Source: an optimization exercise on an open RTL-to-GDS flow (aim: small area, a short achievable clock period and few clock cycles). Production flows keep margins and buffers that such runs may drop.
Function was checked by simulation only, so behaviour that the tests miss may differ from the original.

File: flow/run.sh
#!/bin/bash
# synth_recipe.tcl (not shown) runs the flow's synth.tcl, then flattens the netlist and writes it again
# the make line also repeats each setting of config.mk as NAME=value (left out here)
make -C /OpenROAD-flow-scripts/flow DESIGN_CONFIG=/design/flow/config.mk WORK_HOME=/design/flow/orfs CLKGATE_MAP_FILE= SYNTH_SCRIPT=/design/flow/synth_recipe.tcl finish
File: flow/config.mk
export PLATFORM = sky130hd
export DESIGN_NAME = sillage_gen
export DESIGN_NICKNAME = sillage_gen
export VERILOG_FILES = /design/flow/design.v
export SDC_FILE = /design/flow/constraint.sdc
export NUM_CORES = 4
export LEC_CHECK = 0
export CAP_MARGIN = 20
export CORE_MARGIN = 2
export CORE_UTILIZATION = 40
export SETUP_SLACK_MARGIN = 0.8
export SLEW_MARGIN = 20
File: flow/constraint.sdc
create_clock -name core_clock -period 10.0 [get_ports {clk}]
set_input_delay 2.0000 -clock core_clock [delete_from_list [all_inputs] [get_ports {clk}]]
set_output_delay 2.0000 -clock core_clock [all_outputs]
set_load 0.01 [all_outputs]
File: flow/design.v
module sillage_gen (
    input  wire         clk,
    input  wire         rst,           
    input  wire         req_valid,
    output wire         req_ready,
    input  wire [1:0]   req_op,        
    input  wire [47:0]  req_step,
    input  wire [15:0]  req_stream,
    input  wire [63:0]  req_gei,
    input  wire [127:0] req_seed,
    output wire         resp_valid,
    input  wire         resp_ready,
    output wire [31:0]  resp_data
);
    localparam [1:0] OP_WORD = 2'd0, OP_UNI = 2'd1, OP_ATM = 2'd2, OP_SEED = 2'd3;
    localparam [2:0] S_IDLE  = 3'd0,
                     S_ROUND = 3'd1,
                     S_POST  = 3'd2,
                     S_LFSR  = 3'd3,
                     S_RESP  = 3'd4;
    localparam [31:0] RK_STEP = 32'h6A5D_39E1;
    localparam [31:0] KD0 = 32'h8F3B_2C61, KD1 = 32'h1D9E_47A5,
                      KD2 = 32'hC26A_F019, KD3 = 32'h7B04_D3E8;
    localparam [63:0] LFSR_MASK = 64'hD800_0000_0000_0000;
    localparam [63:0] S_ZERO_SUB = 64'hC3A5_C85C_97CB_3127;
    function [31:0] rotl;
        input [31:0] v;
        input [4:0]  n;
        begin
            rotl = (v << n) | (v >> (6'd32 - {1'b0, n}));
        end
    endfunction
    reg [2:0]   state;
    reg [1:0]   op;
    reg [3:0]   rnd;           
    reg [31:0]  k0, k1, k2, k3;    
    reg [31:0]  m0, m1, m2, m3;    
    reg [31:0]  x0, x1, x2, x3;    
    reg [1:0]   sel;           
    reg [5:0]   pos;           
    reg [63:0]  lfsr;
    reg [31:0]  resp_q;
    assign req_ready  = (state == S_IDLE);
    assign resp_valid = (state == S_RESP);
    assign resp_data  = resp_q;
    function [127:0] round_key;
        input [1:0]  i;
        input [31:0] a0, a1, a2, a3;
        reg   [31:0] w0, w1, w2, w3;
        reg   [31:0] add;
        begin
            case (i)
                2'd0: begin w0 = a0; w1 = a1; w2 = a2; w3 = a3; end
                2'd1: begin w0 = a1; w1 = a2; w2 = a3; w3 = a0; end
                2'd2: begin w0 = a2; w1 = a3; w2 = a0; w3 = a1; end
                default: begin w0 = a3; w1 = a0; w2 = a1; w3 = a2; end
            endcase
            case (i)
                2'd0: add = 32'h0000_0000;
                2'd1: add = RK_STEP;
                2'd2: add = RK_STEP + RK_STEP;
                default: add = RK_STEP + RK_STEP + RK_STEP;
            endcase
            round_key = { rotl(w3, {i, 3'b000}) + add,
                          rotl(w2, {i, 3'b000}) + add,
                          rotl(w1, {i, 3'b000}) + add,
                          rotl(w0, {i, 3'b000}) + add };
        end
    endfunction
    wire        is_seed = (req_op == OP_SEED);
    wire [31:0] nk0 = is_seed ? KD0 : k0;
    wire [31:0] nk1 = is_seed ? KD1 : k1;
    wire [31:0] nk2 = is_seed ? KD2 : k2;
    wire [31:0] nk3 = is_seed ? KD3 : k3;
    wire [63:0] grp = (req_op == OP_ATM) ? {2'b00, req_gei[63:6], 4'b0000}
                                         : {2'b00, req_gei[63:2]};
    wire [31:0] c0 = is_seed ? req_seed[31:0]   : grp[31:0];
    wire [31:0] c1 = is_seed ? req_seed[63:32]  : grp[63:32];
    wire [31:0] c2 = is_seed ? req_seed[95:64]  : {req_step[15:0], req_stream};
    wire [31:0] c3 = is_seed ? req_seed[127:96] : req_step[47:16];
    wire [127:0] ks0 = round_key(2'd0, nk0, nk1, nk2, nk3);
    reg  [4:0]  ra, rb;
    always @(*) begin
        case (rnd[1:0])
            2'd0: begin ra = 5'd7;  rb = 5'd11; end
            2'd1: begin ra = 5'd19; rb = 5'd3;  end
            2'd2: begin ra = 5'd13; rb = 5'd29; end
            default: begin ra = 5'd25; rb = 5'd17; end
        endcase
    end
    wire [31:0] a0 = x0 + rotl(x3, ra);
    wire [31:0] a2 = x2 ^ a0;
    wire [31:0] a1 = x1 + rotl(a2, rb);
    wire [31:0] a3 = x3 ^ a1;
    wire         inject = (rnd[1:0] == 2'd3);
    wire [127:0] ksi    = round_key(rnd[3:2] + 2'd1, m0, m1, m2, m3);
    wire [31:0] r0 = inject ? (a1 ^ ksi[31:0])   : a1;
    wire [31:0] r1 = inject ? (a2 ^ ksi[63:32])  : a2;
    wire [31:0] r2 = inject ? (a3 ^ ksi[95:64])  : a3;
    wire [31:0] r3 = inject ? (a0 ^ ksi[127:96]) : a0;
    reg [31:0] y_sel;
    always @(*) begin
        case (sel)
            2'd0: y_sel = x0;
            2'd1: y_sel = x1;
            2'd2: y_sel = x2;
            default: y_sel = x3;
        endcase
    end
    wire [23:0] uni_m = y_sel[31:8];
    reg  [4:0]  uni_lead;
    integer     b;
    always @(*) begin
        uni_lead = 5'd0;
        for (b = 0; b < 24; b = b + 1)
            if (uni_m[b]) uni_lead = b[4:0];
    end
    wire [23:0] uni_norm = uni_m << (5'd23 - uni_lead);
    wire [7:0]  uni_exp  = 8'd103 + {3'b000, uni_lead};
    wire [31:0] uni_val  = (uni_m == 24'd0) ? 32'd0 : {1'b0, uni_exp, uni_norm[22:0]};
    wire [63:0] seg_seed = ({x1, x0} == 64'd0) ? S_ZERO_SUB : {x1, x0};
    reg [63:0] lfsr_nx;
    reg [7:0]  lfsr_byte;
    integer    n;
    always @(*) begin
        lfsr_nx = lfsr;
        lfsr_byte = 8'd0;
        for (n = 0; n < 8; n = n + 1) begin
            lfsr_byte[7 - n] = lfsr_nx[0];
            if (lfsr_nx[0])
                lfsr_nx = (lfsr_nx >> 1) ^ LFSR_MASK;
            else
                lfsr_nx = lfsr_nx >> 1;
        end
    end
    always @(posedge clk) begin
        if (rst) begin
            state <= S_IDLE;
            k0 <= 32'd0; k1 <= 32'd0; k2 <= 32'd0; k3 <= 32'd0;
        end else begin
            case (state)
                S_IDLE: if (req_valid) begin
                    op  <= req_op;
                    sel <= req_gei[1:0];
                    pos <= req_gei[5:0];
                    rnd <= 4'd0;
                    m0 <= nk0; m1 <= nk1; m2 <= nk2; m3 <= nk3;
                    x0 <= c0 + ks0[31:0];
                    x1 <= c1 + ks0[63:32];
                    x2 <= c2 + ks0[95:64];
                    x3 <= c3 + ks0[127:96];
                    state <= S_ROUND;
                end
                S_ROUND: begin
                    x0 <= r0; x1 <= r1; x2 <= r2; x3 <= r3;
                    rnd <= rnd + 4'd1;
                    if (rnd == 4'd11)
                        state <= S_POST;
                end
                S_POST: begin
                    case (op)
                        OP_WORD: begin resp_q <= y_sel;   state <= S_RESP; end
                        OP_UNI:  begin resp_q <= uni_val; state <= S_RESP; end
                        OP_SEED: begin
                            k0 <= x0; k1 <= x1; k2 <= x2; k3 <= x3;
                            resp_q <= x0;
                            state <= S_RESP;
                        end
                        default: begin lfsr <= seg_seed; state <= S_LFSR; end
                    endcase
                end
                S_LFSR: begin
                    lfsr <= lfsr_nx;
                    pos  <= pos - 6'd1;
                    if (pos == 6'd0) begin
                        resp_q <= {24'd0, lfsr_byte};
                        state  <= S_RESP;
                    end
                end
                S_RESP: if (resp_ready)
                    state <= S_IDLE;
                default: state <= S_IDLE;
            endcase
        end
    end
endmodule
==> out/qor.json <==
{
  "required_time_at_the_endpoint_of_the_critical_path_ns": 10.45,
  "initial_utilization": 0.403,
  "hold_fix_buffer_count_after_cts": 0,
  "layout.core_utilization": 0.472,
  "fin_crit_sh": 0.943,
  "maxSlewHeadroom": 0.142,
  "worstHoldPathCells": 2,
  "ys_seq_elements": 497,
  "placed_cells_incl_taps": 8035,
  "post_synth_num_cell_types": 104,
  "worst_path_max_delay_cell": "o211ai_1",
  "maxCapViolations": 0,
  "slew_violations": 0,
  "crit-reg2reg-launch": "rnd[1]",
  "max_freq_mhz": 106,
  "grt_pass1_wl_um": 363000,
  "clkSinkCount": 497,
  "cts.root.buffer_cell": "clkbuf_16",
  "post_synthesis_to_final_layout_area_growth_pct": 17.2,
  "min_from": "k0[7]",
  "timing_worst_slew_pin_value_ns": 1.27,
  "place_area_mm2": 0.0554,
  "drt_wl_total_um": 266000,
  "grt_setup_unrepaired": "yes",
  "finClkSkew_ns": 0.0373,
  "hold_end": "k0[7]",
  "detail_route.drc_violations": 0,
  "crit-reg2reg-capture": "x2[30]",
  "ctsHtreeMaxLevel": 2,
  "placement.io_buffers": 295,
  "async_flop_share": 0,
  "post_synth_edffs": 366,
  "holdCritPathClass": "reg2reg",
  "clkLatencyLatePin_ns": 0.71,
  "drt_iter0_drc": 8862,
  "worst_setup_path_category": "reg2reg",
  "tritoncts": "built",
  "antenna_left": 0,
  "finalInstanceArea_mm2": 0.0584,
  "grt_usage": 0.403,
  "die-width_um": 357,
  "leading_register_cell_type_out_of_synthesis": "edfxtp_1",
  "synth_area_per_cell_um2": 7.98,
  "setup_total_negative_slack_ns": 0,
  "gp_congestion": 1.13,
  "sequential_fraction_of_the_synthesis_area": 0.273,
  "reg2reg_slack_ns": 0.57,
  "maximum_number_of_pins_on_one_net_before_global_route_repair": 133,
  "worst_setup_path_end_kind": "register",
  "postSynthCellCount": 6242,
  "nets": 7092,
  "timing.critical_path.arrival_ns": 9.88,
  "final_common_cell": "nand2_1",
  "dr_total_vias": 53100,
  "fp.dieH_um": 357,
  "final_layout_size_suffix_gt1_frac": 0.0992,
  "first_global_vias": 47400,
  "period_needed_ns": 9.43,
  "io_pins": 296,
  "grt_overflow": 0,
  "outcome": "no timing/DRC/antenna violations",
  "layoutNonFillerInstCount": 8209,
  "grt_antenna_before_repair": 25,
  "dp_hpwl_um": 209000,
  "core_area_mm2": 0.124,
  "clkTransAtPathRegs_ns": 0.07,
  "finalSetupViolCount": 0,
  "total_die_area_mm2": 0.127,
  "finalHoldViolations": 0,
  "crit_path_start_kind": "register",
  "ys_warn_count": 1,
  "max-clock-path-buffers": 3,
  "critical_path.max_stage_delay_ns": 0.58,
  "syn_area_mm2": 0.0498,
  "avgViaCountPerCell": 6.47,
  "avgRoutedWirePerCell_um": 32.4,
  "cts_buffers": 60,
  "row_count": 129,
  "crit_path_max_fanout": 8,
  "net_count_synth": 6833,
  "most_frequent_cells_in_the_layout": "1,218 x nand2_1, 557 x a21oi_1, 455 x nor2_1",
  "startpoint": "rnd[1]",
  "drt_pass1_iterations": 17,
  "timing.reg2reg.worst_path_depth": 38
}
==> how the worst max path moves through the flow <==
stage / cells after the start / endpoint
after floorplan: 44 / x0[31]
after detailed placement: 41 / x2[30]
final: 38 / x2[30]
after global placement: 41 / x2[30]
after global routing: 38 / x2[30]
after CTS: 38 / x2[30]
==> layout make-up <==
class	instances	area [um^2]
fillers	12300	65200
diodes	19	47.5
flip-flops and latches	497	13600
inverters	128	490
clock inverters	36	487
clock buffers	78	1660
multi-input cells	5231	34700
well taps	1637	2050
repair buffers	583	5300
==> worst max-delay path: cells and delay by family (launching register included) <==
| family | cells | cell delay (ns) |
|---|---|---|
| buffers and inverters | 5 | 1.00 |
| xor gates and xnor gates | 4 | 1.47 |
| AOI/OAI and AO/OA | 18 | 3.81 |
| and+or+nand+nor | 5 | 0.63 |
| muxes | 3 | 0.88 |
| adders and majority gates | 3 | 0.80 |
| DFF | 1 | 0.53 |
==> cell usage after synthesis (all sizes together), types with 35 or more instances <==
cell,number,area [um^2]
a31oi,58,405
nand3,94,470
o21a,50,375
nor2b,56,350
nor3,58,290
o22ai,53,332
nor2,463,1740
and2,88,551
and3,41,257
ha,319,3990
clkbuf,291,1090
a211oi,40,315
a22oi,70,526
dfxtp,131,2620
a222oi,122,1220
mux2i,196,1960
mux2,35,394
inv,126,473
nand2b,110,688
buf,95,469
o21bai,38,285
a21o,150,1130
nand2,1222,4590
xor2,152,1330
xnor2,300,2630
o21ai,406,2040
o211ai,35,263
mux4,46,1040
a21oi,584,2950
edfxtp,366,11000
==> repair_timing <==
| action | in CTS | in global routing |
|---|---|---|
| gates cloned | 1 | 1 |
| setup endpoints to repair | 18 | 29 |
| pin swaps | 12 | 37 |
| setup buffers | 12 | 26 |
| hold endpoints to repair | 0 | 0 |
| gates resized for setup | 32 | 82 |
==> sequential cells by signal, indices dropped and copies added (netlist names) <==
register	cells
lfsr	64
k0	32
k1	32
k2	32
k3	32
m0	32
m1	32
m2	32
m3	32
resp_q	32
x0	32
x1	32
x2	32
x3	32
pos	6
rnd	4
state	3
op	2
sel	2
==> cell families after synthesis <==
| family | count (synthesis) | synth area share |
|---|---|---|
| multiplexers | 277 | 0.0681 |
| AND/OR/NAND/NOR | 2286 | 0.201 |
| buffers and inverters | 514 | 0.0410 |
| XOR/XNOR | 469 | 0.0871 |
| adder cells (fa/ha/maj) | 329 | 0.0841 |
| flip-flops | 497 | 0.273 |
| AO/OA/AOI/OAI | 1870 | 0.246 |
==> metrics by stage <==
step                setup slack (ns)  hold WS (ns)
global placement               0.314         0.437
CTS                            0.817         0.450
floorplan                      0.811         0.431
finish                         0.573         0.447
global route                   0.599         0.460
detailed placement             0.277         0.441
==> metal layers <==
metal,global-route usage,share of wire,vias to the layer above
met3,0.122,0.13,752
met4,0.306,0.092,20
met2,0.556,0.39,3496
met5,0,0.00056,-
met1,0.524,0.38,25500
li1,-,-,23300
Testbench counts, summed over its fixed seeds: cycles 127,658.

what the ideal ports hide:
The flow's constraints put no driver on any port. The routed layout listed below was extracted and timed again, unchanged, in two steps.
Step 1 sets driving cells, clkbuf_16 on the clock port and buf_2 on the other inputs (assumed; they add their load-dependent delay and slew).
Step 2 also shifts input and output timing later by t, the mid clock arrival at the registers, as if the neighbouring blocks saw the same clock.
Three values: ideal ports, drivers, drivers and shift; two values: the first two.
t (ns): 0.775
setup slack, ns: 0.573 / 0.573 / 0.573
worst register clock-pin slew, ns: 0.07 / 0.07
After both steps setup and hold are still met in this run. For this run, drivers alone change the setup slack by 0.000 ns; drivers and shift together by 0.000 ns.
